Background: an optimization exercise with open tools, aiming at small area, a short achievable clock period and few clock cycles per item. Do not read the settings as production practice. The RTL was checked by simulation tests, not by an equivalence proof against the original design.

Design pv_sha256, start of the top module:
module pv_sha256 (
    input  wire         clk,
    input  wire         rst,
    input  wire         in_valid,
    output wire         in_ready,
    input  wire         in_first,
    input  wire [511:0] in_block,
    output reg          out_valid,
    output wire [255:0] out_digest
);
clock: 8.5 ns
lec_check: 0
cap_margin: 30
core_margin: 2
core_utilization: 40
setup_slack_margin: 4.0
slew_margin: 40
run.sh (not shown) runs the stock make flow with config.mk's settings and CLKGATE_MAP_FILE= SYNTH_SCRIPT=/design/flow/synth_recipe.tcl, a recipe that flattens the netlist after the stock synthesis.
The baseline finished with timing, DRC and antenna clean.
Testbench counts at the start, summed over its fixed seeds: cycles 24,984, blocks 384.
Next try:
--- a/flow/design.v
+++ b/flow/design.v
@@ -170,57 +170,55 @@
     wire [31:0] vt  = v12 ^ (p ^ s1);
     wire [31:0] vci = {vco[30:0], 1'b0};
     wire [31:0] vsm = vt ^ vci;
     wire [31:0] vcy = bsel(vt, vci, s1);
     wire [31:0] e_n = vsm + {vcy[30:0], 1'b0};
     wire [31:0] w0  = w[31:0];
     wire [31:0] w1  = w[63:32];
     wire [31:0] w6  = w[223:192];
     wire [31:0] w14 = w[479:448];
     wire [31:0] w15 = w[511:480];
     wire [31:0] ss0 = rotr(w14, 5'd7) ^ rotr(w14, 5'd18) ^ (w14 >> 3);
     wire [31:0] ss1 = rotr(w1, 5'd17) ^ rotr(w1, 5'd19) ^ (w1 >> 10);
-    wire [31:0] z12 = w15 ^ w6;
-    wire [31:0] zco = bsel(z12, ss0, w15);                 
-    wire [31:0] zt  = z12 ^ (ss0 ^ ss1);
-    wire [31:0] zci = {zco[30:0], 1'b0};
-    wire [31:0] zsm = zt ^ zci;
-    wire [31:0] zcy = bsel(zt, zci, ss1);
-    wire [31:0] w_n = zsm + {zcy[30:0], 1'b0};
+    wire [31:0] z1s = w15 ^ w6 ^ ss0;
+    wire [31:0] z1c = (w15 & w6) | (ss0 & (w15 | w6));
+    wire [31:0] z1cc = {z1c[30:0], 1'b0};
+    wire [31:0] z2s = z1s ^ z1cc ^ ss1;
+    wire [31:0] z2c = (z1s & z1cc) | (ss1 & (z1s | z1cc));
+    wire [31:0] w_n = z2s + {z2c[30:0], 1'b0};
     reg [31:0] w_in;
     always @(*) begin
         case (wi)
             4'd0: w_in = in_block[511:480];
             4'd1: w_in = in_block[479:448];
             4'd2: w_in = in_block[447:416];
             4'd3: w_in = in_block[415:384];
             4'd4: w_in = in_block[383:352];
             4'd5: w_in = in_block[351:320];
             4'd6: w_in = in_block[319:288];
             4'd7: w_in = in_block[287:256];
             4'd8: w_in = in_block[255:224];
             4'd9: w_in = in_block[223:192];
             4'd10: w_in = in_block[191:160];
             4'd11: w_in = in_block[159:128];
             4'd12: w_in = in_block[127:96];
             4'd13: w_in = in_block[95:64];
             4'd14: w_in = in_block[63:32];
             default: w_in = in_block[31:0];
         endcase
     end
     wire [31:0] hsrc = prep ? chain[31:0] : g;
     wire [31:0] kt   = kconst(cnt[5:0]);
-    wire [31:0] q12  = kt ^ w0;
-    wire [31:0] q1s  = q12 ^ hsrc;
-    wire [31:0] q1c  = bsel(q12, hsrc, kt);                
-    wire [31:0] p_n  = q1s + {q1c[30:0], 1'b0};
+    wire [31:0] u1s  = hsrc ^ kt ^ w0;
+    wire [31:0] u1c  = (hsrc & kt) | (w0 & (hsrc | kt));
+    wire [31:0] p_n  = u1s + {u1c[30:0], 1'b0};
     always @(posedge clk) begin
         w <= {w[479:0], insel ? w_in : w_n};
         p <= p_n;
         if (prep) begin
             {a, b, c, d, e, f, g, h} <= chain;
         end else begin
             a <= a_n; b <= a; c <= b; d <= c;
             e <= e_n; f <= e; g <= f; h <= g;
         end
     end
 endmodule
The new run finished clean.
Setup slack gets worse by 0.079 ns.
Design area went down by 0.38%.
Wire length went up by 4.0%.
Clock-buffer cell count went down by 18.
Flip-flop and latch count is unchanged.
Worst hold slack gets worse by 0.031 ns.
First-iteration DRC count went up by 0.74%.
Testbench counts after the change, summed over its fixed seeds: cycles 24,984, blocks 384.


Another version of the RTL of pv_sha256 (not shown whole).
For scale: about 5400 cells after synthesis, ~1100 flip-flops, about 0.054 mm² of cells after synthesis.
## pv_sha256
module pv_sha256 (
    input  wire         clk,
    input  wire         rst,
    input  wire         in_valid,
    output wire         in_ready,
    input  wire         in_first,
    input  wire [511:0] in_block,
    output reg          out_valid,
    output wire [255:0] out_digest
);
Settings: LEC_CHECK=0, CAP_MARGIN=30, CORE_MARGIN=2, CORE_UTILIZATION=40, CTS_CLUSTER_DIAMETER=100, CTS_CLUSTER_SIZE=24, SETUP_SLACK_MARGIN=4.5, SLEW_MARGIN=40; clock period 8.5 ns.
The starting point completed with no timing, DRC or antenna violations.
Testbench counts at the start, summed over its fixed seeds: cycles 24,984, blocks 384.
Change:
--- a/flow/design.v
+++ b/flow/design.v
@@ -226,25 +226,25 @@
     endfunction
     function [31:0] bsel;
         input [31:0] m, x, y;
         begin
             bsel = (m & x) | (~m & y);
         end
     endfunction
     wire [31:0] u1  = p ^ ch;
     wire [31:0] l1s = u1 ^ mj;
     wire [31:0] l1c = bsel(u1, mj, p);                     
     wire [31:0] l1cc = {l1c[30:0], 1'b0};
     wire [31:0] u2  = s1 ^ s0;
-    wire [31:0] uco = bsel(l1cc, s1 | s0, s1 & s0);        
+    wire [31:0] uco = bsel(u2, l1cc, s1);                  
     wire [31:0] ut  = u2 ^ (l1cc ^ l1s);
     wire [31:0] uci = {uco[30:0], 1'b0};
     wire [31:0] afs = ut ^ uci;
     wire [31:0] afc = bsel(ut, uci, l1s);
     wire [31:0] a_d = addsel(afs, {afc[30:0], 1'b0}, chain[255:224], prep);
     wire [31:0] v12 = ch ^ d;
     wire [31:0] vco = bsel(v12, p, ch);                    
     wire [31:0] vt  = v12 ^ (p ^ s1);
     wire [31:0] vci = {vco[30:0], 1'b0};
     wire [31:0] vsm = vt ^ vci;
     wire [31:0] vcy = bsel(vt, vci, s1);
     wire [31:0] e_d = addsel(vsm, {vcy[30:0], 1'b0}, chain[127:96], prep);
What happened: The changed run completed with no timing, DRC or antenna violations; register-to-register slack improves by 0.05 ns; utilization climbs by 0.33 points; worst setup slack is better by 0.048 ns; final area goes down by 1.1%; wire length goes down by 2.8%; synthesized area goes down by 1.8%; fmax rises by 1.1%; first-iteration DRC count came out lower by 1.7%.
Testbench counts after the change, summed over its fixed seeds: cycles 24,984, blocks 384.

## re-timing with driven ports
The flow's constraints put no driver on any port. The routed layouts listed below were extracted and timed again, unchanged, in two steps. Step 1, drivers: a clkbuf_16 drives clk and a buf_2 each remaining input, both assumed. Step 2 also shifts input and output timing later by t, the mid clock arrival at the registers, as if the neighbouring blocks saw the same clock. Three values: ideal ports, drivers, drivers and shift; two values: the first two.
run	shift t [ns]	setup WS [ns]	cell pins on the clock port's net
the first run of note 1	0.838	4.044 / 4.044 / 3.388	1
the second run of note 1	0.836	3.965 / 3.965 / 3.430	1
the first run of note 2	0.764	4.300 / 4.300 / 4.300	1
the second run of note 2	0.753	4.347 / 4.347 / 4.171	1
After both steps every run listed still meets setup and hold. The setup slack of the first run of note 1, which loses most, moves by 0.000 ns with the drivers and by -0.656 ns with both steps.
